Background: an optimization exercise with open tools, aiming at small area and few clock cycles. Do not read the settings as production practice.
Only simulation tests tie the RTL to the original design; equivalence was not proved.
No activity file was given, so power comes from the tool's default toggle rates.

== red ==
// ks_shim_ecc
module ks_shim_ecc (
    input  wire         clk,
    input  wire         rst_n,
    input  wire         req_valid,
    output wire         req_ready,
    input  wire         req_op,
    input  wire [15:0]  req_word,
    input  wire [127:0] req_data,
    input  wire [79:0]  req_chk,
    output reg          resp_valid,
    output reg  [127:0] resp_data,
    output reg  [15:0]  resp_ce,
    output reg  [15:0]  resp_ue,
    output wire         prom_valid,
    output wire [15:0]  prom_word,
    input  wire [127:0] enc_data,
    output wire [79:0]  enc_chk
);
    genvar g;
    integer i;
    generate
        for (g = 0; g < 16; g = g + 1) begin : g_enc
            wire [7:0] d = enc_data[8*g +: 8];
            wire a = d[0] ^ d[3] ^ d[6];
            wire b = d[1] ^ d[2];
            wire c = d[4] ^ d[5];
            assign enc_chk[5*g+0] = a ^ d[1] ^ d[4];
            assign enc_chk[5*g+1] = a ^ d[2] ^ d[5];
            assign enc_chk[5*g+2] = b ^ d[3] ^ d[7];
            assign enc_chk[5*g+3] = c ^ d[6] ^ d[7];
            assign enc_chk[5*g+4] = b ^ c ^ d[0] ^ d[7];
        end
    endgenerate
    wire [127:0] dec_q;
    wire [15:0]  dec_ce;
    wire [15:0]  dec_ue;
    wire [63:0]  dec_s;
    generate
        for (g = 0; g < 16; g = g + 1) begin : g_dec
            wire [7:0] d = req_data[8*g +: 8];
            wire [4:0] k = req_chk[5*g +: 5];
            wire a  = d[0] ^ d[3] ^ d[6];
            wire b  = d[1] ^ d[2];
            wire c  = d[4] ^ d[5];
            wire s0 = (a ^ d[1]) ^ (d[4] ^ k[0]);
            wire s1 = (a ^ d[2]) ^ (d[5] ^ k[1]);
            wire s2 = (b ^ d[3]) ^ (d[7] ^ k[2]);
            wire s3 = (c ^ d[6]) ^ (d[7] ^ k[3]);
            wire [3:0] s = {s3, s2, s1, s0};
            wire       e = ((a ^ b) ^ (c ^ d[7])) ^ ((k[0] ^ k[1]) ^ (k[2] ^ k[3])) ^ k[4];
            wire       big = s3 & s2 & (s1 | s0);    
            wire       ce = e & ~big;
            wire       ue = e ? big : (s != 4'd0);
            wire [3:0] lo = {s1 & s0, s1 & ~s0, ~s1 & s0, ~s1 & ~s0};
            wire [3:0] hi = {s3 & s2, s3 & ~s2, ~s3 & s2, ~s3 & ~s2};
            wire [7:0] flip = {hi[3] & lo[0], hi[2] & lo[3], hi[2] & lo[2], hi[2] & lo[1],
                               hi[1] & lo[3], hi[1] & lo[2], hi[1] & lo[1], hi[0] & lo[3]};
            assign dec_q[8*g +: 8] = ~((d ~^ flip) | {8{ue}});
  ...
==> flow/config.mk <==
export PLATFORM = sky130hd
export DESIGN_NAME = ks_shim_ecc
export DESIGN_NICKNAME = ks_shim_ecc
export VERILOG_FILES = /design/flow/design.v
export SDC_FILE = /design/flow/constraint.sdc
export NUM_CORES = 4
export LEC_CHECK = 0
export CAP_MARGIN = 20
export CORE_MARGIN = 2
export CORE_UTILIZATION = 55
export CTS_BUF_LIST = sky130_fd_sc_hd__clkbuf_8
export CTS_CLUSTER_DIAMETER = 60
export CTS_CLUSTER_SIZE = 15
export SLEW_MARGIN = 20
==> flow/constraint.sdc <==
create_clock -name core_clock -period 10.0 [get_ports {clk}]
set_input_delay 2.0000 -clock core_clock [delete_from_list [all_inputs] [get_ports {clk}]]
set_output_delay 2.0000 -clock core_clock [all_outputs]
set_load 0.01 [all_outputs]
standard.sh (not shown) runs the stock make flow with config.mk's settings and CLKGATE_MAP_FILE= SYNTH_SCRIPT=/design/flow/synth_recipe.tcl, a recipe that flattens the netlist after the stock synthesis.
==> flow/flow/run.sh <==
#!/bin/bash
# Standard ORFS layout, except that synthesis maps with an area-oriented ABC
# script (flow/abc_area.script, selected through ABC_AREA=1) instead of the
# delay-oriented default, and without the half/full-adder extraction pass.
# Everything else is the standard.sh.
set -euo pipefail
rm -rf scripts_mod
cp -r "$FLOW_HOME/scripts" scripts_mod
cp flow/abc_area.script scripts_mod/abc_area.script
bash standard.sh SCRIPTS_DIR="$PWD/scripts_mod" ABC_AREA=1 ADDER_MAP_FILE= finish > flow.log 2>&1
==> flow/flow/abc_area.script <==
strash
&get -n
&st
&syn2
&dch -f
&nf -R 1000 -p
&st
&dch -f
&nf -R 1000 -p
&put
topo
Testbench counts of red, summed over its fixed seeds: cycles 24,630.
The inputs of purple differ from those of red as listed below.
-- flow/design.v --
<<< red, line 48
            wire s3 = (c ^ d[6]) ^ (d[7] ^ k[3]);
            wire [3:0] s = {s3, s2, s1, s0};
            wire       e = ((a ^ b) ^ (c ^ d[7])) ^ ((k[0] ^ k[1]) ^ (k[2] ^ k[3])) ^ k[4];
            wire       big = s3 & s2 & (s1 | s0);    
            wire       ce = e & ~big;
>>> purple, line 48
            wire s3 = (c ^ d[6]) ^ (d[7] ^ k[3]);
            wire [3:0] s = {s3, s2, s1, s0};
            wire       e = (s2 ^ s3) ^ ((d[0] ^ d[7]) ^ (k[0] ^ k[1]) ^ k[4]);
            wire       big = s3 & s2 & (s1 | s0);    
            wire       ce = e & ~big;
Notes after the runs:
Sequential share of layout area, purple and red, higher one = red. In the reports for purple and red, the larger worst setup slack belongs to red. purple vs. red: utilization shows an increase of 0.36 points; number of standard cells after synthesis increased about 2.5%; slew at the pin with the worst max-slew slack went down 6.7 ps; number of standard cells in the layout, taps in and fillers out shows an increase of 81; maximum number of pins on one net before global-route repair up 29. Summary — global-route wire length before repair, purple relative to red: lower, by 1200 um. purple consumes less power than red does. Non-clock buffer count in purple vs red: up about 0.8%.
Testbench counts of purple, summed over its fixed seeds: cycles 24,630.

what the ideal ports hide:
No port has a modelled driver above. Below, the same layouts with a new extraction and two added sets of constraints. Step 1 (the two cells are an assumption about what drives the block):
set clk [get_ports {clk}]
set_driving_cell -lib_cell sky130_fd_sc_hd__clkbuf_16 $clk
set_driving_cell -lib_cell sky130_fd_sc_hd__buf_2 [delete_from_list [all_inputs] $clk]
Step 2 moves the port delays by t, midway between the first and last clock arrival at a register: inputs arrive t later, outputs are due t later. That takes back most of the time a late clock gives input paths. Three values: no drivers, after step 1, after step 2; two values: the first two.
| run | t, ns | slack for setup (ns) | latest minus earliest clock arrival (ns) | cell pins on the clock port's net |
|---|---|---|---|---|
| red | 0.742 | 0.769 / 0.785 / 0.043 | 0.050 / 0.050 | 1 |
| purple | 0.758 | 0.678 / 0.713 / -0.045 | 0.054 / 0.054 | 1 |
Met with ideal ports but missed after step 2: setup timing in purple. The setup slack of red, which loses most, moves by +0.016 ns with the drivers and by -0.726 ns with both steps.
